This is an optimization exercise on Yosys and OpenROAD, whose aim is small area, a short achievable clock period and few clock cycles, not a production implementation.
The RTL was checked by simulation tests, not by an equivalence proof against the original design.

==> run.sh <==
#!/bin/bash
# synth_recipe.tcl (not shown) runs the flow's synth.tcl, then flattens the netlist and writes it again
# the make line also repeats each setting of config.mk as NAME=value (left out here)
make -C /OpenROAD-flow-scripts/flow DESIGN_CONFIG=/design/flow/config.mk WORK_HOME=/design/flow/orfs CLKGATE_MAP_FILE= SYNTH_SCRIPT=/design/flow/synth_recipe.tcl finish
==> config.mk <==
export PLATFORM = sky130hd
export DESIGN_NAME = resampler
export DESIGN_NICKNAME = resampler
export VERILOG_FILES = /design/flow/design.v
export SDC_FILE = /design/flow/constraint.sdc
export NUM_CORES = 4
export LEC_CHECK = 0
export CAP_MARGIN = 20
export CORE_MARGIN = 2
export CORE_UTILIZATION = 40
export PLACE_DENSITY = 0.6
export SLEW_MARGIN = 20
export SYNTH_MEMORY_MAX_BITS = 32768
==> constraint.sdc <==
create_clock -name core_clock -period 24.0 [get_ports {clk}]
set_input_delay 4.8000 -clock core_clock [delete_from_list [all_inputs] [get_ports {clk}]]
set_output_delay 4.8000 -clock core_clock [all_outputs]
set_load 0.01 [all_outputs]
==> design.v <==
module resampler (
    input  wire        clk,
    input  wire        rst,         
    input  wire        cmd_valid,
    input  wire        cmd_op,      
    input  wire [23:0] cmd_x,       
    input  wire [31:0] cmd_t,       
    output wire        cmd_ready,
    output reg         out_valid,
    output reg  [23:0] out_y,       
    output reg         out_sat,
    output reg         out_err
);
    integer p, q, j, k, s, s2;
    reg        rdy;
    reg        c_v;
    reg        c_op;
    reg [23:0] c_x;
    reg [31:0] c_t;
    assign cmd_ready = rdy;
    wire take   = cmd_valid && rdy && !rst;
    wire c_push = c_v && !c_op;
    reg        da_v, da_ph, da_err;
    reg [31:0] da_rem, da_den;
    reg [7:0]  da_q;
    reg [3:0]  da_pos;
    wire da_free = !da_v || da_ph;
    wire c_comp  = c_v && c_op && da_free;    
    reg [23:0] hx  [0:16];
    reg [31:0] ht  [0:15];
    reg [15:0] vld;
    always @(posedge clk) begin
        if (c_push) begin
            for (p = 0; p < 16; p = p + 1) hx[p] <= hx[p + 1];
            hx[16] <= c_x;
            for (p = 0; p < 15; p = p + 1) ht[p] <= ht[p + 1];
            ht[15] <= c_t;
        end
        if (rst)
            vld <= 16'd0;
        else if (c_push)
            vld <= {1'b1, vld[15:1]};
    end
    reg [15:0] match;
    reg        found;
    reg [3:0]  ps;
    reg [31:0] tlo, thi;
    reg        s_ok3;
    always @(*) begin
        for (q = 0; q < 16; q = q + 1)
            match[q] = vld[q] && (ht[q] <= c_t);
        found = 1'b0;
        ps    = 4'd0;
        for (q = 0; q < 16; q = q + 1)
            if (match[q]) begin
                found = 1'b1;
                ps    = q[3:0];
            end
        tlo   = 32'd0;
        thi   = 32'd0;
        s_ok3 = 1'b0;
        for (q = 3; q <= 11; q = q + 1)
            if (ps == q[3:0]) begin
                tlo   = ht[q];
                thi   = ht[q + 1];
                s_ok3 = vld[q - 3];
            end
    end
    wire        s_err = !(found && s_ok3);
    wire [31:0] s_num = c_t - tlo;
    wire [31:0] s_den = thi - tlo;
    reg [31:0] da_r4;
    reg [3:0]  da_q4;
    reg [32:0] dv_r2;
    reg [33:0] dv_df;
    always @(*) begin
        da_r4 = da_rem;
        for (s = 0; s < 4; s = s + 1) begin
            dv_r2 = {da_r4, 1'b0};
            dv_df = {1'b0, dv_r2} - {2'b0, da_den};
            da_q4[3 - s] = !dv_df[33];
            da_r4 = dv_df[33] ? dv_r2[31:0] : dv_df[31:0];
        end
    end
    reg        db_v, db_ph, db_err;
    reg [31:0] db_rem, db_den;
    reg [11:0] db_q;
    reg [3:0]  db_pos;
    reg [31:0] db_r4;
    reg [3:0]  db_q4;
    reg [32:0] dw_r2;
    reg [33:0] dw_df;
    always @(*) begin
        db_r4 = db_rem;
        for (s2 = 0; s2 < 4; s2 = s2 + 1) begin
            dw_r2 = {db_r4, 1'b0};
            dw_df = {1'b0, dw_r2} - {2'b0, db_den};
            db_q4[3 - s2] = !dw_df[33];
            db_r4 = dw_df[33] ? dw_r2[31:0] : dw_df[31:0];
        end
    end
    reg        mq_v, mq_ph, mq_err;
    reg [15:0] mq_mu;
    reg [3:0]  mq_pos;
    reg        r_v, r_ph, r_err;
    reg [3:0]  r_pos;
    reg [9:0]  r_w;
    reg        i_v, i_ph, i_err;
    reg [4:0]  i_xi0, i_xi1, i_xi2, i_xi3;
    reg        x_v, x_ph, x_err;
    wire push_dec = c_push;    
    wire [3:0] da_pos_n = c_comp ? ps : (da_pos - {3'd0, push_dec});
    wire       da_live_n = c_comp ? !s_err : (da_v && !da_err && !da_ph);
    wire [3:0] db_pos_n = (da_v && da_ph) ? (da_pos - {3'd0, push_dec}) : (db_pos - {3'd0, push_dec});
    wire       db_live_n = (da_v && da_ph) ? !da_err : (db_v && !db_err && !db_ph);
    wire [3:0] mq_pos_n = (db_v && db_ph) ? (db_pos - {3'd0, push_dec}) : (mq_pos - {3'd0, push_dec});
    wire       mq_live_n = (db_v && db_ph) ? !db_err : (mq_v && !mq_err && !mq_ph);
    wire [3:0] r_pos_n  = mq_pos - {3'd0, push_dec};
    wire       r_live_n = mq_v && !mq_err;
    wire [3:0] i_pos_n  = r_pos - {3'd0, push_dec};
    wire       i_live_n = r_v && !r_err;
    wire danger = (da_live_n && da_pos_n <= 4'd3) || (db_live_n && db_pos_n <= 4'd3) ||
                  (mq_live_n && mq_pos_n <= 4'd3) || (r_live_n && r_pos_n <= 4'd3) ||
                  (i_live_n && i_pos_n <= 4'd3);
    wire c_leave  = c_push || c_comp;
    wire stuck_n  = take && cmd_op && c_comp;
    always @(posedge clk) begin
        if (rdy) begin
            c_op <= cmd_op;
            c_x  <= cmd_x;
            c_t  <= cmd_t;
        end
        if (rst) begin
            c_v <= 1'b0;
            rdy <= 1'b1;
        end else begin
            c_v <= rdy ? take : (c_v && !c_leave);
            rdy <= !stuck_n && !danger;
        end
    end
    always @(posedge clk) begin
        if (c_comp) begin
            da_rem <= s_num;
            da_den <= s_den;
            da_err <= s_err;
            da_pos <= ps;
            da_ph  <= 1'b0;
        end else begin
            da_rem <= da_r4;
            da_q   <= {da_q[3:0], da_q4};
            da_pos <= da_pos - {3'd0, push_dec};
            da_ph  <= 1'b1;
        end
        if (da_v && da_ph) begin
            db_rem <= da_r4;
            db_den <= da_den;
            db_q   <= {da_q[3:0], da_q4, 4'd0};
            db_err <= da_err;
            db_pos <= da_pos - {3'd0, push_dec};
            db_ph  <= 1'b0;
        end else begin
            db_rem <= db_r4;
            db_q   <= {db_q[11:4], db_q4};
            db_pos <= db_pos - {3'd0, push_dec};
            db_ph  <= 1'b1;
        end
        if (db_v && db_ph) begin
            mq_mu  <= {db_q[11:4], db_q[3:0], db_q4};
            mq_err <= db_err;
            mq_pos <= db_pos - {3'd0, push_dec};
            mq_ph  <= 1'b0;
        end else begin
            mq_pos <= mq_pos - {3'd0, push_dec};
            mq_ph  <= 1'b1;
        end
        if (rst) begin
            da_v <= 1'b0;
            db_v <= 1'b0;
            mq_v <= 1'b0;
        end else begin
            da_v <= c_comp || (da_v && !da_ph);
            db_v <= (da_v && da_ph) || (db_v && !db_ph);
            mq_v <= (db_v && db_ph) || (mq_v && !mq_ph);
        end
    end
    wire [6:0] mq_o = mq_ph ? ~mq_mu[15:9] : mq_mu[15:9];
    wire [6:0] r_o0 = mq_o;
    wire [6:0] r_o1 = mq_o;
    wire [6:0] r_o2 = mq_o;
    wire [6:0] r_o3 = mq_o;
    reg [25:0] rom0;
    always @(*) begin
        case (r_o0)
            7'd0: rom0 = 26'h0;
            7'd1: rom0 = 26'h0;
            7'd2: rom0 = 26'h7ff;
            7'd3: rom0 = 26'h3ffffff;
            7'd4: rom0 = 26'h3fff7ff;
            7'd5: rom0 = 26'h3ffeffd;
            7'd6: rom0 = 26'h3ffd7fc;
            7'd7: rom0 = 26'h3ffb7fc;
            7'd8: rom0 = 26'h3ff97fa;
            7'd9: rom0 = 26'h3ff67f8;
            7'd10: rom0 = 26'h3ff27f7;
            7'd11: rom0 = 26'h3fedff4;
            7'd12: rom0 = 26'h3fe7ff3;
            7'd13: rom0 = 26'h3fe17f1;
            7'd14: rom0 = 26'h3fd9fee;
            7'd15: rom0 = 26'h3fd0fec;
            7'd16: rom0 = 26'h3fc6fe9;
            7'd17: rom0 = 26'h3fbb7e7;
            7'd18: rom0 = 26'h3faefe3;
            7'd19: rom0 = 26'h3fa07e1;
            7'd20: rom0 = 26'h3f90fdd;
            7'd21: rom0 = 26'h3f7f7da;
            7'd22: rom0 = 26'h3f6c7d6;
            7'd23: rom0 = 26'h3f577d3;
            7'd24: rom0 = 26'h3f40fcf;
            7'd25: rom0 = 26'h3f287cc;
            7'd26: rom0 = 26'h3f0e7c7;
            7'd27: rom0 = 26'h3ef1fc4;
            7'd28: rom0 = 26'h3ed3fbf;
            7'd29: rom0 = 26'h3eb37bb;
            7'd30: rom0 = 26'h3e90fb7;
            7'd31: rom0 = 26'h3e6c7b2;
            7'd32: rom0 = 26'h3e457af;
            7'd33: rom0 = 26'h3e1cfa9;
            7'd34: rom0 = 26'h3df17a5;
            7'd35: rom0 = 26'h3dc3fa1;
            7'd36: rom0 = 26'h3d9479c;
            7'd37: rom0 = 26'h3d62798;
            7'd38: rom0 = 26'h3d2e792;
            7'd39: rom0 = 26'h3cf778f;
            7'd40: rom0 = 26'h3cbef8a;
            7'd41: rom0 = 26'h3c83f85;
            7'd42: rom0 = 26'h3c46780;
            7'd43: rom0 = 26'h3c0677d;
            7'd44: rom0 = 26'h3bc4f77;
            7'd45: rom0 = 26'h3b80774;
            7'd46: rom0 = 26'h3b3a76f;
            7'd47: rom0 = 26'h3af1f6b;
            7'd48: rom0 = 26'h3aa7767;
            7'd49: rom0 = 26'h3a5af62;
            7'd50: rom0 = 26'h3a0bf5f;
            7'd51: rom0 = 26'h39bb75b;
            7'd52: rom0 = 26'h3968f58;
            7'd53: rom0 = 26'h3914f54;
            7'd54: rom0 = 26'h38bef51;
            7'd55: rom0 = 26'h386774e;
            7'd56: rom0 = 26'h380e74a;
            7'd57: rom0 = 26'h37b3748;
            7'd58: rom0 = 26'h3757746;
            7'd59: rom0 = 26'h36fa744;
            7'd60: rom0 = 26'h369c741;
            7'd61: rom0 = 26'h363cf40;
            7'd62: rom0 = 26'h35dcf3e;
            7'd63: rom0 = 26'h357bf3d;
            7'd64: rom0 = 26'h351a73c;
            7'd65: rom0 = 26'h34b873b;
            7'd66: rom0 = 26'h3455f3c;
            7'd67: rom0 = 26'h33f3f3b;
            7'd68: rom0 = 26'h339173c;
            7'd69: rom0 = 26'h332f73c;
            7'd70: rom0 = 26'h32cd73e;
            7'd71: rom0 = 26'h326c73f;
            7'd72: rom0 = 26'h320bf41;
            7'd73: rom0 = 26'h31ac744;
            7'd74: rom0 = 26'h314e746;
            7'd75: rom0 = 26'h30f1749;
            7'd76: rom0 = 26'h3095f4d;
            7'd77: rom0 = 26'h303c751;
            7'd78: rom0 = 26'h2fe4f55;
            7'd79: rom0 = 26'h2f8f75b;
            7'd80: rom0 = 26'h2f3cf60;
            7'd81: rom0 = 26'h2eecf66;
            7'd82: rom0 = 26'h2e9ff6c;
            7'd83: rom0 = 26'h2e55f74;
            7'd84: rom0 = 26'h2e0ff7b;
            7'd85: rom0 = 26'h2dcd783;
            7'd86: rom0 = 26'h2d8ef8b;
            7'd87: rom0 = 26'h2d54795;
            7'd88: rom0 = 26'h2d1ef9e;
            7'd89: rom0 = 26'h2cedfa8;
            7'd90: rom0 = 26'h2cc1fb4;
            7'd91: rom0 = 26'h2c9bfbe;
            7'd92: rom0 = 26'h2c7afcb;
            7'd93: rom0 = 26'h2c607d7;
            7'd94: rom0 = 26'h2c4bfe4;
            7'd95: rom0 = 26'h2c3dff1;
            7'd96: rom0 = 26'h2c36000;
            7'd97: rom0 = 26'h2c3600f;
            7'd98: rom0 = 26'h2c3d81e;
            7'd99: rom0 = 26'h2c4c82e;
            7'd100: rom0 = 26'h2c6383f;
            7'd101: rom0 = 26'h2c83050;
            7'd102: rom0 = 26'h2cab061;
            7'd103: rom0 = 26'h2cdb874;
            7'd104: rom0 = 26'h2d15887;
            7'd105: rom0 = 26'h2d5909b;
            7'd106: rom0 = 26'h2da68ae;
            7'd107: rom0 = 26'h2dfd8c3;
            7'd108: rom0 = 26'h2e5f0d8;
            7'd109: rom0 = 26'h2ecb0ef;
            7'd110: rom0 = 26'h2f42904;
            7'd111: rom0 = 26'h2fc491b;
            7'd112: rom0 = 26'h3052133;
            7'd113: rom0 = 26'h30eb94a;
            7'd114: rom0 = 26'h3190963;
            7'd115: rom0 = 26'h324217c;
            7'd116: rom0 = 26'h3300195;
            7'd117: rom0 = 26'h33ca9af;
            7'd118: rom0 = 26'h34a21c9;
            7'd119: rom0 = 26'h35869e4;
            7'd120: rom0 = 26'h36789ff;
            7'd121: rom0 = 26'h377821b;
            7'd122: rom0 = 26'h3885a36;
            7'd123: rom0 = 26'h39a0a53;
            7'd124: rom0 = 26'h3aca26f;
            7'd125: rom0 = 26'h3c01a8d;
            7'd126: rom0 = 26'h3d482a9;
            7'd127: rom0 = 26'h3e9cac7;
            default: rom0 = 26'h0;
        endcase
    end
    wire signed [14:0] rom_h0 = rom0[25:11];
    wire signed [10:0] rom_d0 = rom0[10:0];
    reg [31:0] rom1;
    always @(*) begin
        case (r_o1)
            7'd0: rom1 = 32'h2e5;
            7'd1: rom1 = 32'hb94302;
            7'd2: rom1 = 32'h179c321;
            7'd3: rom1 = 32'h242033f;
            7'd4: rom1 = 32'h311c35e;
            7'd5: rom1 = 32'h3e9437c;
            7'd6: rom1 = 32'h4c8439a;
            7'd7: rom1 = 32'h5aec3b9;
            7'd8: rom1 = 32'h69d03d8;
            7'd9: rom1 = 32'h79303f7;
            7'd10: rom1 = 32'h890c415;
            7'd11: rom1 = 32'h9960434;
            7'd12: rom1 = 32'haa30452;
            7'd13: rom1 = 32'hbb78470;
            7'd14: rom1 = 32'hcd3848e;
            7'd15: rom1 = 32'hdf704ac;
            7'd16: rom1 = 32'hf2204c9;
            7'd17: rom1 = 32'h105444e6;
            7'd18: rom1 = 32'h118dc504;
            7'd19: rom1 = 32'h12cec51f;
            7'd20: rom1 = 32'h1416853b;
            7'd21: rom1 = 32'h15654557;
            7'd22: rom1 = 32'h16bb0572;
            7'd23: rom1 = 32'h1817858c;
            7'd24: rom1 = 32'h197a85a6;
            7'd25: rom1 = 32'h1ae405be;
            7'd26: rom1 = 32'h1c5385d7;
            7'd27: rom1 = 32'h1dc945ef;
            7'd28: rom1 = 32'h1f450605;
            7'd29: rom1 = 32'h20c6461b;
            7'd30: rom1 = 32'h224d0630;
            7'd31: rom1 = 32'h23d90643;
            7'd32: rom1 = 32'h2569c657;
            7'd33: rom1 = 32'h26ff8669;
            7'd34: rom1 = 32'h2899c679;
            7'd35: rom1 = 32'h2a380689;
            7'd36: rom1 = 32'h2bda4698;
            7'd37: rom1 = 32'h2d8046a5;
            7'd38: rom1 = 32'h2f2986b1;
            7'd39: rom1 = 32'h30d5c6bb;
            7'd40: rom1 = 32'h328486c4;
            7'd41: rom1 = 32'h343586cc;
            7'd42: rom1 = 32'h35e886d2;
            7'd43: rom1 = 32'h379d06d7;
            7'd44: rom1 = 32'h3952c6da;
            7'd45: rom1 = 32'h3b0946dc;
            7'd46: rom1 = 32'h3cc046db;
            7'd47: rom1 = 32'h3e7706d9;
            7'd48: rom1 = 32'h402d46d5;
            7'd49: rom1 = 32'h41e286d0;
            7'd50: rom1 = 32'h439686c8;
            7'd51: rom1 = 32'h454886bf;
            7'd52: rom1 = 32'h46f846b3;
            7'd53: rom1 = 32'h48a506a6;
            7'd54: rom1 = 32'h4a4e8697;
            7'd55: rom1 = 32'h4bf44685;
            7'd56: rom1 = 32'h4d958671;
            7'd57: rom1 = 32'h4f31c65b;
            7'd58: rom1 = 32'h50c88644;
            7'd59: rom1 = 32'h52598629;
            7'd60: rom1 = 32'h53e3c60c;
            7'd61: rom1 = 32'h5566c5ee;
            7'd62: rom1 = 32'h56e245cc;
            7'd63: rom1 = 32'h585545a9;
            7'd64: rom1 = 32'h59bf8583;
            7'd65: rom1 = 32'h5b20455a;
            7'd66: rom1 = 32'h5c76c52f;
            7'd67: rom1 = 32'h5dc28502;
            7'd68: rom1 = 32'h5f0304d2;
            7'd69: rom1 = 32'h603784a0;
            7'd70: rom1 = 32'h615f846a;
            7'd71: rom1 = 32'h627a0433;
            7'd72: rom1 = 32'h6386c3f9;
            7'd73: rom1 = 32'h648503bc;
            7'd74: rom1 = 32'h6574037d;
            7'd75: rom1 = 32'h6653433a;
            7'd76: rom1 = 32'h6721c2f6;
            7'd77: rom1 = 32'h67df42af;
            7'd78: rom1 = 32'h688b0265;
            7'd79: rom1 = 32'h69244219;
            7'd80: rom1 = 32'h69aa81c9;
            7'd81: rom1 = 32'h6a1cc178;
            7'd82: rom1 = 32'h6a7ac123;
            7'd83: rom1 = 32'h6ac380cd;
            7'd84: rom1 = 32'h6af6c072;
            7'd85: rom1 = 32'h6b134017;
            7'd86: rom1 = 32'h6b193fb8;
            7'd87: rom1 = 32'h6b073f57;
            7'd88: rom1 = 32'h6adcfef4;
            7'd89: rom1 = 32'h6a99fe8d;
            7'd90: rom1 = 32'h6a3d3e24;
            7'd91: rom1 = 32'h69c63dba;
            7'd92: rom1 = 32'h6934bd4c;
            7'd93: rom1 = 32'h6887bcdd;
            7'd94: rom1 = 32'h67befc6a;
            7'd95: rom1 = 32'h66d97bf7;
            7'd96: rom1 = 32'h65d73b80;
            7'd97: rom1 = 32'h64b73b07;
            7'd98: rom1 = 32'h6378fa8d;
            7'd99: rom1 = 32'h621c3a10;
            7'd100: rom1 = 32'h60a03991;
            7'd101: rom1 = 32'h5f047911;
            7'd102: rom1 = 32'h5d48b88e;
            7'd103: rom1 = 32'h5b6c380a;
            7'd104: rom1 = 32'h596eb785;
            7'd105: rom1 = 32'h574ff6fd;
            7'd106: rom1 = 32'h550f3674;
            7'd107: rom1 = 32'h52ac35e9;
            7'd108: rom1 = 32'h5026755e;
            7'd109: rom1 = 32'h4d7df4d0;
            7'd110: rom1 = 32'h4ab1f443;
            7'd111: rom1 = 32'h47c2b3b3;
            7'd112: rom1 = 32'h44af7323;
            7'd113: rom1 = 32'h41783291;
            7'd114: rom1 = 32'h3e1c7200;
            7'd115: rom1 = 32'h3a9c716d;
            7'd116: rom1 = 32'h36f7b0da;
            7'd117: rom1 = 32'h332e3047;
            7'd118: rom1 = 32'h2f3fefb2;
            7'd119: rom1 = 32'h2b2c6f1e;
            7'd120: rom1 = 32'h26f3ee8a;
            7'd121: rom1 = 32'h22966df6;
            7'd122: rom1 = 32'h1e13ed62;
            7'd123: rom1 = 32'h196c6ccf;
            7'd124: rom1 = 32'h14a02c3b;
            7'd125: rom1 = 32'hfaeeba9;
            7'd126: rom1 = 32'ha992b16;
            7'd127: rom1 = 32'h55eaa86;
            default: rom1 = 32'h0;
        endcase
    end
    wire signed [17:0] rom_h1 = rom1[31:14];
    wire signed [13:0] rom_d1 = rom1[13:0];
    reg [36:0] rom2;
    always @(*) begin
        case (r_o2)
            7'd0: rom2 = 37'he9f6;
            7'd1: rom2 = 37'h1fe9f6e966;
            7'd2: rom2 = 37'h1fd35ce8d9;
            7'd3: rom2 = 37'h1fbc35e84d;
            7'd4: rom2 = 37'h1fa482e7c3;
            7'd5: rom2 = 37'h1f8c45e739;
            7'd6: rom2 = 37'h1f737ee6b3;
            7'd7: rom2 = 37'h1f5a31e62e;
            7'd8: rom2 = 37'h1f405fe5ab;
            7'd9: rom2 = 37'h1f260ae52b;
            7'd10: rom2 = 37'h1f0b35e4ae;
            7'd11: rom2 = 37'h1eefe3e432;
            7'd12: rom2 = 37'h1ed415e3ba;
            7'd13: rom2 = 37'h1eb7cfe346;
            7'd14: rom2 = 37'h1e9b15e2d3;
            7'd15: rom2 = 37'h1e7de8e265;
            7'd16: rom2 = 37'h1e604de1fa;
            7'd17: rom2 = 37'h1e4247e192;
            7'd18: rom2 = 37'h1e23d9e12f;
            7'd19: rom2 = 37'h1e0508e0d0;
            7'd20: rom2 = 37'h1de5d8e074;
            7'd21: rom2 = 37'h1dc64ce01e;
            7'd22: rom2 = 37'h1da66adfcc;
            7'd23: rom2 = 37'h1d8636df7d;
            7'd24: rom2 = 37'h1d65b3df36;
            7'd25: rom2 = 37'h1d44e9def1;
            7'd26: rom2 = 37'h1d23dadeb3;
            7'd27: rom2 = 37'h1d028dde7a;
            7'd28: rom2 = 37'h1ce107de47;
            7'd29: rom2 = 37'h1cbf4ede19;
            7'd30: rom2 = 37'h1c9d67ddf0;
            7'd31: rom2 = 37'h1c7b57ddcf;
            7'd32: rom2 = 37'h1c5926ddb3;
            7'd33: rom2 = 37'h1c36d9dd9e;
            7'd34: rom2 = 37'h1c1477dd8e;
            7'd35: rom2 = 37'h1bf205dd87;
            7'd36: rom2 = 37'h1bcf8cdd85;
            7'd37: rom2 = 37'h1bad11dd8a;
            7'd38: rom2 = 37'h1b8a9bdd97;
            7'd39: rom2 = 37'h1b6832ddab;
            7'd40: rom2 = 37'h1b45ddddc6;
            7'd41: rom2 = 37'h1b23a3dde8;
            7'd42: rom2 = 37'h1b018bde13;
            7'd43: rom2 = 37'h1adf9ede45;
            7'd44: rom2 = 37'h1abde3de80;
            7'd45: rom2 = 37'h1a9c63dec1;
            7'd46: rom2 = 37'h1a7b24df0b;
            7'd47: rom2 = 37'h1a5a2fdf5e;
            7'd48: rom2 = 37'h1a398ddfb9;
            7'd49: rom2 = 37'h1a1946e01d;
            7'd50: rom2 = 37'h19f963e088;
            7'd51: rom2 = 37'h19d9ebe0fd;
            7'd52: rom2 = 37'h19bae8e17b;
            7'd53: rom2 = 37'h199c63e201;
            7'd54: rom2 = 37'h197e64e291;
            7'd55: rom2 = 37'h1960f5e329;
            7'd56: rom2 = 37'h19441ee3ca;
            7'd57: rom2 = 37'h1927e8e475;
            7'd58: rom2 = 37'h190c5de52a;
            7'd59: rom2 = 37'h18f187e5e7;
            7'd60: rom2 = 37'h18d76ee6ad;
            7'd61: rom2 = 37'h18be1be77e;
            7'd62: rom2 = 37'h18a599e857;
            7'd63: rom2 = 37'h188df0e93b;
            7'd64: rom2 = 37'h18772bea28;
            7'd65: rom2 = 37'h186153eb1e;
            7'd66: rom2 = 37'h184c71ec1d;
            7'd67: rom2 = 37'h18388eed28;
            7'd68: rom2 = 37'h1825b6ee3a;
            7'd69: rom2 = 37'h1813f0ef58;
            7'd70: rom2 = 37'h180348f07d;
            7'd71: rom2 = 37'h17f3c5f1ae;
            7'd72: rom2 = 37'h17e573f2e7;
            7'd73: rom2 = 37'h17d85af42a;
            7'd74: rom2 = 37'h17cc84f577;
            7'd75: rom2 = 37'h17c1fbf6cd;
            7'd76: rom2 = 37'h17b8c8f82d;
            7'd77: rom2 = 37'h17b0f5f995;
            7'd78: rom2 = 37'h17aa8afb07;
            7'd79: rom2 = 37'h17a591fc83;
            7'd80: rom2 = 37'h17a214fe07;
            7'd81: rom2 = 37'h17a01bff95;
            7'd82: rom2 = 37'h179fb0012c;
            7'd83: rom2 = 37'h17a0dc02cb;
            7'd84: rom2 = 37'h17a3a70473;
            7'd85: rom2 = 37'h17a81a0624;
            7'd86: rom2 = 37'h17ae3e07de;
            7'd87: rom2 = 37'h17b61c09a0;
            7'd88: rom2 = 37'h17bfbc0b69;
            7'd89: rom2 = 37'h17cb250d3c;
            7'd90: rom2 = 37'h17d8610f17;
            7'd91: rom2 = 37'h17e77810f8;
            7'd92: rom2 = 37'h17f87012e2;
            7'd93: rom2 = 37'h180b5214d4;
            7'd94: rom2 = 37'h18202616cc;
            7'd95: rom2 = 37'h1836f218cc;
            7'd96: rom2 = 37'h184fbe1ad3;
            7'd97: rom2 = 37'h186a911ce0;
            7'd98: rom2 = 37'h1887711ef4;
            7'd99: rom2 = 37'h18a665210e;
            7'd100: rom2 = 37'h18c773232f;
            7'd101: rom2 = 37'h18eaa22555;
            7'd102: rom2 = 37'h190ff72781;
            7'd103: rom2 = 37'h19377829b3;
            7'd104: rom2 = 37'h19612b2be9;
            7'd105: rom2 = 37'h198d142e24;
            7'd106: rom2 = 37'h19bb383064;
            7'd107: rom2 = 37'h19eb9c32a9;
            7'd108: rom2 = 37'h1a1e4534f2;
            7'd109: rom2 = 37'h1a5337373e;
            7'd110: rom2 = 37'h1a8a75398e;
            7'd111: rom2 = 37'h1ac4033be1;
            7'd112: rom2 = 37'h1affe43e37;
            7'd113: rom2 = 37'h1b3e1b4091;
            7'd114: rom2 = 37'h1b7eac42eb;
            7'd115: rom2 = 37'h1bc1974549;
            7'd116: rom2 = 37'h1c06e047a9;
            7'd117: rom2 = 37'h1c4e894a09;
            7'd118: rom2 = 37'h1c98924c6a;
            7'd119: rom2 = 37'h1ce4fc4ecd;
            7'd120: rom2 = 37'h1d33c95131;
            7'd121: rom2 = 37'h1d84fa5393;
            7'd122: rom2 = 37'h1dd88d55f6;
            7'd123: rom2 = 37'h1e2e835859;
            7'd124: rom2 = 37'h1e86dc5aba;
            7'd125: rom2 = 37'h1ee1965d1b;
            7'd126: rom2 = 37'h1f3eb15f79;
            7'd127: rom2 = 37'h1f9e2a61d6;
            default: rom2 = 37'h0;
        endcase
    end
    wire signed [20:0] rom_h2 = rom2[36:16];
    wire signed [15:0] rom_d2 = rom2[15:0];
    reg [39:0] rom3;
    always @(*) begin
        case (r_o3)
            7'd0: rom3 = 40'h6431;
            7'd1: rom3 = 40'hc8626688;
            7'd2: rom3 = 40'h1957268de;
            7'd3: rom3 = 40'h2672e6b2f;
            7'd4: rom3 = 40'h33d8c6d7d;
            7'd5: rom3 = 40'h418866fc6;
            7'd6: rom3 = 40'h4f812720c;
            7'd7: rom3 = 40'h5dc2a744d;
            7'd8: rom3 = 40'h6c4c47688;
            7'd9: rom3 = 40'h7b1d478be;
            7'd10: rom3 = 40'h8a3507aee;
            7'd11: rom3 = 40'h9992c7d17;
            7'd12: rom3 = 40'ha935a7f3b;
            7'd13: rom3 = 40'hb91d08157;
            7'd14: rom3 = 40'hc947e836b;
            7'd15: rom3 = 40'hd9b548579;
            7'd16: rom3 = 40'hea646877e;
            7'd17: rom3 = 40'hfb542897a;
            7'd18: rom3 = 40'h10c8368b6e;
            7'd19: rom3 = 40'h11df128d59;
            7'd20: rom3 = 40'h12f9c48f3a;
            7'd21: rom3 = 40'h1418389112;
            7'd22: rom3 = 40'h153a5c92df;
            7'd23: rom3 = 40'h16601a94a1;
            7'd24: rom3 = 40'h17895c965a;
            7'd25: rom3 = 40'h18b6109807;
            7'd26: rom3 = 40'h19e61e99a7;
            7'd27: rom3 = 40'h1b196c9b3d;
            7'd28: rom3 = 40'h1c4fe69cc7;
            7'd29: rom3 = 40'h1d89749e43;
            7'd30: rom3 = 40'h1ec5fa9fb4;
            7'd31: rom3 = 40'h200562a116;
            7'd32: rom3 = 40'h21478ea26c;
            7'd33: rom3 = 40'h228c66a3b4;
            7'd34: rom3 = 40'h23d3cea4ee;
            7'd35: rom3 = 40'h251daaa61a;
            7'd36: rom3 = 40'h2669dea738;
            7'd37: rom3 = 40'h27b84ea846;
            7'd38: rom3 = 40'h2908daa945;
            7'd39: rom3 = 40'h2a5b64aa36;
            7'd40: rom3 = 40'h2bafd0ab16;
            7'd41: rom3 = 40'h2d05fcabe7;
            7'd42: rom3 = 40'h2e5dcaaca8;
            7'd43: rom3 = 40'h2fb71aad59;
            7'd44: rom3 = 40'h3111ccadf9;
            7'd45: rom3 = 40'h326dbeae89;
            7'd46: rom3 = 40'h33cad0af08;
            7'd47: rom3 = 40'h3528e0af75;
            7'd48: rom3 = 40'h3687caafd2;
            7'd49: rom3 = 40'h37e76eb01d;
            7'd50: rom3 = 40'h3947a8b057;
            7'd51: rom3 = 40'h3aa856b07f;
            7'd52: rom3 = 40'h3c0954b095;
            7'd53: rom3 = 40'h3d6a7eb099;
            7'd54: rom3 = 40'h3ecbb0b08b;
            7'd55: rom3 = 40'h402cc6b06b;
            7'd56: rom3 = 40'h418d9cb039;
            7'd57: rom3 = 40'h42ee0eaff4;
            7'd58: rom3 = 40'h444df6af9d;
            7'd59: rom3 = 40'h45ad30af33;
            7'd60: rom3 = 40'h470b96aeb6;
            7'd61: rom3 = 40'h486902ae28;
            7'd62: rom3 = 40'h49c552ad85;
            7'd63: rom3 = 40'h4b205cacd1;
            7'd64: rom3 = 40'h4c79feac0a;
            7'd65: rom3 = 40'h4dd212ab30;
            7'd66: rom3 = 40'h4f2872aa43;
            7'd67: rom3 = 40'h507cf8a943;
            7'd68: rom3 = 40'h51cf7ea832;
            7'd69: rom3 = 40'h531fe2a70c;
            7'd70: rom3 = 40'h546dfaa5d5;
            7'd71: rom3 = 40'h55b9a4a48b;
            7'd72: rom3 = 40'h5702baa32e;
            7'd73: rom3 = 40'h584916a1c0;
            7'd74: rom3 = 40'h598c96a03e;
            7'd75: rom3 = 40'h5acd129eaa;
            7'd76: rom3 = 40'h5c0a669d05;
            7'd77: rom3 = 40'h5d44709b4d;
            7'd78: rom3 = 40'h5e7b0a9984;
            7'd79: rom3 = 40'h5fae1297a9;
            7'd80: rom3 = 40'h60dd6495bc;
            7'd81: rom3 = 40'h6208dc93bd;
            7'd82: rom3 = 40'h63305691af;
            7'd83: rom3 = 40'h6453b48f8e;
            7'd84: rom3 = 40'h6572d08d5d;
            7'd85: rom3 = 40'h668d8a8b1c;
            7'd86: rom3 = 40'h67a3c288c9;
            7'd87: rom3 = 40'h68b5548667;
            7'd88: rom3 = 40'h69c22283f5;
            7'd89: rom3 = 40'h6aca0c8173;
            7'd90: rom3 = 40'h6bccf27ee2;
            7'd91: rom3 = 40'h6ccab67c42;
            7'd92: rom3 = 40'h6dc33a7993;
            7'd93: rom3 = 40'h6eb66076d5;
            7'd94: rom3 = 40'h6fa40a7409;
            7'd95: rom3 = 40'h708c1c712f;
            7'd96: rom3 = 40'h716e7a6e48;
            7'd97: rom3 = 40'h724b0a6b53;
            7'd98: rom3 = 40'h7321b06851;
            7'd99: rom3 = 40'h73f2526543;
            7'd100: rom3 = 40'h74bcd86228;
            7'd101: rom3 = 40'h7581285f01;
            7'd102: rom3 = 40'h763f2a5bd0;
            7'd103: rom3 = 40'h76f6ca5891;
            7'd104: rom3 = 40'h77a7ec554a;
            7'd105: rom3 = 40'h78528051f7;
            7'd106: rom3 = 40'h78f66e4e9b;
            7'd107: rom3 = 40'h7993a44b34;
            7'd108: rom3 = 40'h7a2a0c47c5;
            7'd109: rom3 = 40'h7ab996444c;
            7'd110: rom3 = 40'h7b422e40cc;
            7'd111: rom3 = 40'h7bc3c63d43;
            7'd112: rom3 = 40'h7c3e4c39b3;
            7'd113: rom3 = 40'h7cb1b2361c;
            7'd114: rom3 = 40'h7d1dea327d;
            7'd115: rom3 = 40'h7d82e42eda;
            7'd116: rom3 = 40'h7de0982b2f;
            7'd117: rom3 = 40'h7e36f62780;
            7'd118: rom3 = 40'h7e85f623cc;
            7'd119: rom3 = 40'h7ecd8e2013;
            7'd120: rom3 = 40'h7f0db41c57;
            7'd121: rom3 = 40'h7f46621896;
            7'd122: rom3 = 40'h7f778e14d3;
            7'd123: rom3 = 40'h7fa134110d;
            7'd124: rom3 = 40'h7fc34e0d46;
            7'd125: rom3 = 40'h7fddda097c;
            7'd126: rom3 = 40'h7ff0d205b1;
            7'd127: rom3 = 40'h7ffc3401e6;
            default: rom3 = 40'h0;
        endcase
    end
    wire signed [22:0] rom_h3 = rom3[39:17];
    wire signed [16:0] rom_d3 = rom3[16:0];
    reg signed [15-1:0] r_h0;
    reg signed [18-1:0] r_h1;
    reg signed [21-1:0] r_h2;
    reg signed [23-1:0] r_h3;
    reg signed [11-1:0] r_d0;
    reg signed [14-1:0] r_d1;
    reg signed [16-1:0] r_d2;
    reg signed [17-1:0] r_d3;
    always @(posedge clk) begin
        r_h0  <= rom_h0;
        r_h1  <= rom_h1;
        r_h2  <= rom_h2;
        r_h3  <= rom_h3;
        r_d0  <= rom_d0;
        r_d1  <= rom_d1;
        r_d2  <= rom_d2;
        r_d3  <= rom_d3;
        r_w   <= mq_ph ? (10'd512 - {1'b0, mq_mu[8:0]}) : {1'b0, mq_mu[8:0]};
        r_ph  <= mq_ph;
        r_err <= mq_err;
        r_pos <= mq_pos - {3'd0, push_dec};
        r_v   <= !rst && mq_v;
    end
    wire signed [10:0] r_ws = $signed({1'b0, r_w});
    wire signed [11+10:0] i_p0 = r_ws * r_d0;
    wire signed [14+10:0] i_p1 = r_ws * r_d1;
    wire signed [16+10:0] i_p2 = r_ws * r_d2;
    wire signed [17+10:0] i_p3 = r_ws * r_d3;
    wire signed [15-1:0] i_c0 = r_h0 + (i_p0 >>> 9);
    wire signed [18-1:0] i_c1 = r_h1 + (i_p1 >>> 9);
    wire signed [21-1:0] i_c2 = r_h2 + (i_p2 >>> 9);
    wire signed [24-1:0] i_c3 = r_h3 + (i_p3 >>> 9);
    reg signed [15-1:0] i_c0r;
    reg signed [18-1:0] i_c1r;
    reg signed [21-1:0] i_c2r;
    reg signed [24-1:0] i_c3r;
    wire [3:0] i_pos = r_pos - {3'd0, push_dec};
    always @(posedge clk) begin
        i_c0r <= i_c0;
        i_c1r <= i_c1;
        i_c2r <= i_c2;
        i_c3r <= i_c3;
        i_xi0 <= r_ph ? ({1'b0, i_pos} - 5'd2) : ({1'b0, i_pos} + 5'd5);
        i_xi1 <= r_ph ? ({1'b0, i_pos} - 5'd1) : ({1'b0, i_pos} + 5'd4);
        i_xi2 <= r_ph ? ({1'b0, i_pos} + 5'd0) : ({1'b0, i_pos} + 5'd3);
        i_xi3 <= r_ph ? ({1'b0, i_pos} + 5'd1) : ({1'b0, i_pos} + 5'd2);
        i_ph  <= r_ph;
        i_err <= r_err;
        i_v   <= !rst && r_v;
    end
    reg signed [23:0] xk0, xk1, xk2, xk3;
    always @(*) begin
        xk0 = 24'sd0; xk1 = 24'sd0; xk2 = 24'sd0; xk3 = 24'sd0;
        for (j = 0; j <= 16; j = j + 1) begin
            if (i_xi0 == j[4:0]) xk0 = hx[j];
            if (i_xi1 == j[4:0]) xk1 = hx[j];
            if (i_xi2 == j[4:0]) xk2 = hx[j];
            if (i_xi3 == j[4:0]) xk3 = hx[j];
        end
    end
    wire signed [47:0] x_sum = i_c0r * xk0 + i_c1r * xk1 + i_c2r * xk2 + i_c3r * xk3;
    reg signed [47:0] x_s, x_prev;
    always @(posedge clk) begin
        x_s   <= x_sum;
        x_prev <= x_s;
        x_ph  <= i_ph;
        x_err <= i_err;
        x_v   <= !rst && i_v;
    end
    wire signed [47:0] y_acc = x_prev + x_s;
    wire        y_neg = y_acc[47];
    wire [47:0] y_rnd = y_acc + 48'd2097152 - {47'd0, y_neg};
    wire signed [25:0] y_q = y_rnd[47:22];
    wire        y_ovp = !y_q[25] && (y_q[24:23] != 2'b00);
    wire        y_ovn =  y_q[25] && (y_q[24:23] != 2'b11);
    always @(posedge clk) begin
        if (rst)
            out_valid <= 1'b0;
        else
            out_valid <= x_v && x_ph;
        out_err <= x_err;
        out_sat <= !x_err && (y_ovp || y_ovn);
        out_y   <= x_err ? 24'd0 : y_ovp ? 24'h7fffff : y_ovn ? 24'h800000 : y_q[23:0];
    end
endmodule
==> results.json <==
{
  "status": "finished clean",
  "setup_tns_ps": 0,
  "drt_pass1_iterations": 10,
  "syn_area_per_cell_um2": 9.23,
  "crit_type": "reg -> reg",
  "clk_latency_ps": 1000,
  "numPortBuffers": 87,
  "rows": 256,
  "cts_tree": "built",
  "antenna_found_initial": 102,
  "r2r_cells": 50,
  "max_stage_delay_ps": 780,
  "synth-compound-area-share_pct": 15.3,
  "crit_top_cell": "a21oi_1",
  "synth_top_area_share_pct": 27.2,
  "hold_viol": 0,
  "dp.cells": 27200,
  "r2r_start": "da_den[26]",
  "cts.sinks": 1550,
  "syn_inst": 21100,
  "ys_seq_area_share_pct": 21.4,
  "min_path_type": "reg -> reg",
  "hold_buffers": 0,
  "rsz0062_at_grt": "no",
  "synth_top_area_cell": "fa_1",
  "grt-ovfl-total": 0,
  "die_x_um": 702,
  "finClkSkew_ps": 163,
  "postCtsSetupBuffers": 0,
  "avgRoutedWirePerCell_um": 31.1,
  "yosysMostFrequentCell": "inv_1",
  "max_freq_ghz": 0.0664,
  "startpoint_type": "flip-flop",
  "async_reset_ff_share_pct": 0,
  "hold_path_depth": 0,
  "drv_slew": 0,
  "grt_use_total_pct": 34.4,
  "synth_fa_ha_area_share_pct": 37.5,
  "cp-end-kind": "flip-flop",
  "grt_pass1_wl_um": 1220000,
  "relSlewSlack_pct": 11.4,
  "htreeDepth": 4,
  "worstSetupEndpoint": "da_rem[1]",
  "num_vias": 167000,
  "viasPerCell": 6.03,
  "arrival_ps": 15820,
  "worst_r2r_endpoint": "da_rem[1]",
  "yosys_warnings": 3,
  "cts_resized": 0,
  "syn_to_final_growth_pct": 9.06,
  "drc": 0,
  "grt_pass1_vias": 168000,
  "grt_max_degree": 165,
  "setup_viol": 0,
  "final_cells": 27600,
  "dieHeight_um": 702,
  "cts_buffer_depth": 4,
  "dieArea_mm2": 0.493,
  "slowest_stage": "inv_2",
  "fin_crit_ps": 15060,
  "postRouteAntennaNets": 0,
  "yosys.area_share.xor_xnor_pct": 2.47,
  "crit_start": "da_den[26]",
  "synth_area_mm2": 0.195,
  "totalWireLength_um": 858000,
  "fillers": 47600,
  "cp_max_fo": 47,
  "synth_flop_cell": "edfxtp_1",
  "synth_edf_count": 1072,
  "synth_top_family_by_area": "adder cells",
  "synthSimpleGateAreaFrac_pct": 14.3,
  "maxCapViolCount": 0,
  "synthMuxAreaShare_pct": 1.18,
  "core_mm2": 0.486,
  "multiInputGateArea_mm2": 0.139,
  "regArea_mm2": 0.0418,
  "drtIter0Drc": 17900,
  "pin_count": 88,
  "clkTransAtPathRegs_ps": 60,
  "place.gp.congestion": 1.09,
  "syn_nets": 25400,
  "nets": 25300,
  "dp_hpwl_um": 666000,
  "r2r_slack_ps": 8940,
  "synthTopCellsByCount": "inv_1 (3049), fa_1 (2651), nand2_1 (2240)",
  "period_share_pct": 62.8,
  "tightestPinTransition_ps": 1320,
  "synth_top_cells_by_area": "fa_1 (27%), edfxtp_1 (17%), ha_1 (10%)",
  "layout-drive-gt1-share_pct": 6.29,
  "synth_cell_types": 98,
  "numCtsBuffers": 197,
  "required_ps": 24750,
  "initial_utilization_pct": 40.1,
  "synth_seq_cells": 1550,
  "clockRootBuffer": "clkbuf_16"
}
[cells in the final DEF (no fill, tap or decap), types with 54 or more instances in the layout]
cell type / Yosys / layout
nand2b_1: 192 / 191
and3_1: 56 / 56
ha_1: 1594 / 1586
and2_1: 979 / 978
a311oi_1: 59 / 58
xor2_1: 165 / 157
a22o_1: 85 / 85
a221o_1: 60 / 54
or3_1: 56 / 56
mux2_2: 88 / 88
nor2_2: 0 / 60
dfxtp_1: 478 / 457
a21oi_1: 1188 / 1175
o21ai_0: 1057 / 1039
inv_1: 3049 / 3045
o22ai_1: 94 / 94
clkbuf_16: 0 / 201
diode_2: 0 / 54
fa_1: 2651 / 2651
a31oi_1: 245 / 230
a21o_1: 250 / 250
nand2_1: 2240 / 2233
nand4_1: 192 / 192
buf_4: 1 / 582
nor2b_1: 241 / 241
nand3_1: 292 / 288
o21bai_1: 91 / 91
nor3_1: 268 / 247
edfxtp_1: 1072 / 1072
xnor2_1: 382 / 377
nor2_1: 1121 / 1040
o211ai_1: 109 / 109
clkdlybuf4s50_1: 0 / 87
a221oi_1: 235 / 228
a211oi_1: 124 / 123
mux2i_1: 128 / 127
a222oi_1: 71 / 71
o21a_1: 125 / 125
a22oi_1: 352 / 352
[through the flow]
stage | hold WS, ps | cell area (um2) | setup slack (ps) | util, %
after floorplan | 310 | 195000 | 8320 | -
after global placement | 340 | 205000 | 9020 | 42.3
after detailed placement | 330 | 206000 | 9230 | 42.3
after CTS | 350 | 212000 | 9160 | 43.7
after global routing | 350 | 212000 | 8000 | 43.7
final | 348 | 212000 | 8940 | 43.8
[registers in the layout, indices dropped and copies added, names as in the netlist, 17 cells and up]
register and flops:
r_h1 17, r_h2 21, c_t 32, i_c3r 24, r_h3 22, x_prev 48, out_y 24, ht 512
hx 408, da_rem 32, i_c1r 18, i_c2r 21, x_s 48, da_den 32, db_rem 32, db_den 32
c_x 24
[critical path: cells and delay by family, from the launching register on]
| family | cells | cell delay [ps] |
|---|---|---|
| buffers and inverters | 7 | 2660 |
| AOI/OAI and AO/OA | 19 | 4800 |
| adders and majority gates | 4 | 1500 |
| muxes | 5 | 1720 |
| DFF | 1 | 340 |
| and+or+nand+nor | 15 | 3790 |
[routing by layer]
layer / routed length (um) / GRT usage, % / up-vias / part of all wire (%)
met2: 381000 / 54.1 / 8707 / 44
met3: 80600 / 8.73 / 2676 / 9.4
met1: 329000 / 42.3 / 84200 / 38
met5: 309 / 0 / - / 0.036
met4: 66800 / 21.4 / 48 / 7.8
li1: - / - / 71000 / -
[area by class of cell]
cell class | instances | share of cell area, %
clock buffers | 234 | 2.45
flip-flops and latches | 1550 | 19.7
multi-input cells | 15500 | 65.3
clock inverters | 130 | 0.690
well taps | 6450 | 3.80
diodes | 54 | 0.0636
repair buffers | 683 | 2.57
inverters | 3058 | 5.41
[how the worst min path moves through the flow]
stage / from / end / slack [ps]
CTS: x_s[20] / x_prev[20] / 350
detailed placement: i_ph / x_ph / 330
global route: x_s[20] / x_prev[20] / 350
global placement: i_ph / x_ph / 340
floorplan: i_err / x_err / 310
finish: x_s[24] / x_prev[24] / 350
[kinds of logic (layout without fill, tap and decap cells)]
group,count (synthesis),in the layout
and+or+nand+nor,5864,5864
AOI/OAI and AO/OA,4595,4595
adders and majority gates,4245,4245
buffers and inverters,4085,4105
DFF,1550,1550
xor gates and xnor gates,548,548
muxes,217,217
other,0,54
Testbench counts, summed over its fixed seeds: cycles 5,038.

## static timing again, ports no longer ideal
In the flow no input, the clock included, has a driving cell. The finished layout below was timed again as built, in two steps. Step 1, drivers: a clkbuf_16 drives clk and a buf_2 each remaining input, both assumed. Step 2 adds t to the input delays and takes it off the output delays; t is the mean of the earliest and latest rising clock arrival at the registers after step 1. Input paths then give back, and output paths get back, about the clock's delay inside the block. Three values: no drivers, after step 1, after step 2; two values: the first two.
t (ns): 1.037
slack for setup (ns): 8.937 / 8.937 / 8.937
worst setup path after step 2: register to register
slew at the worst register clock pin (ns): 0.10 / 0.10
After both steps setup and hold are still met in this run. The setup slack of this run moves by 0.000 ns with the drivers and by 0.000 ns with both steps.
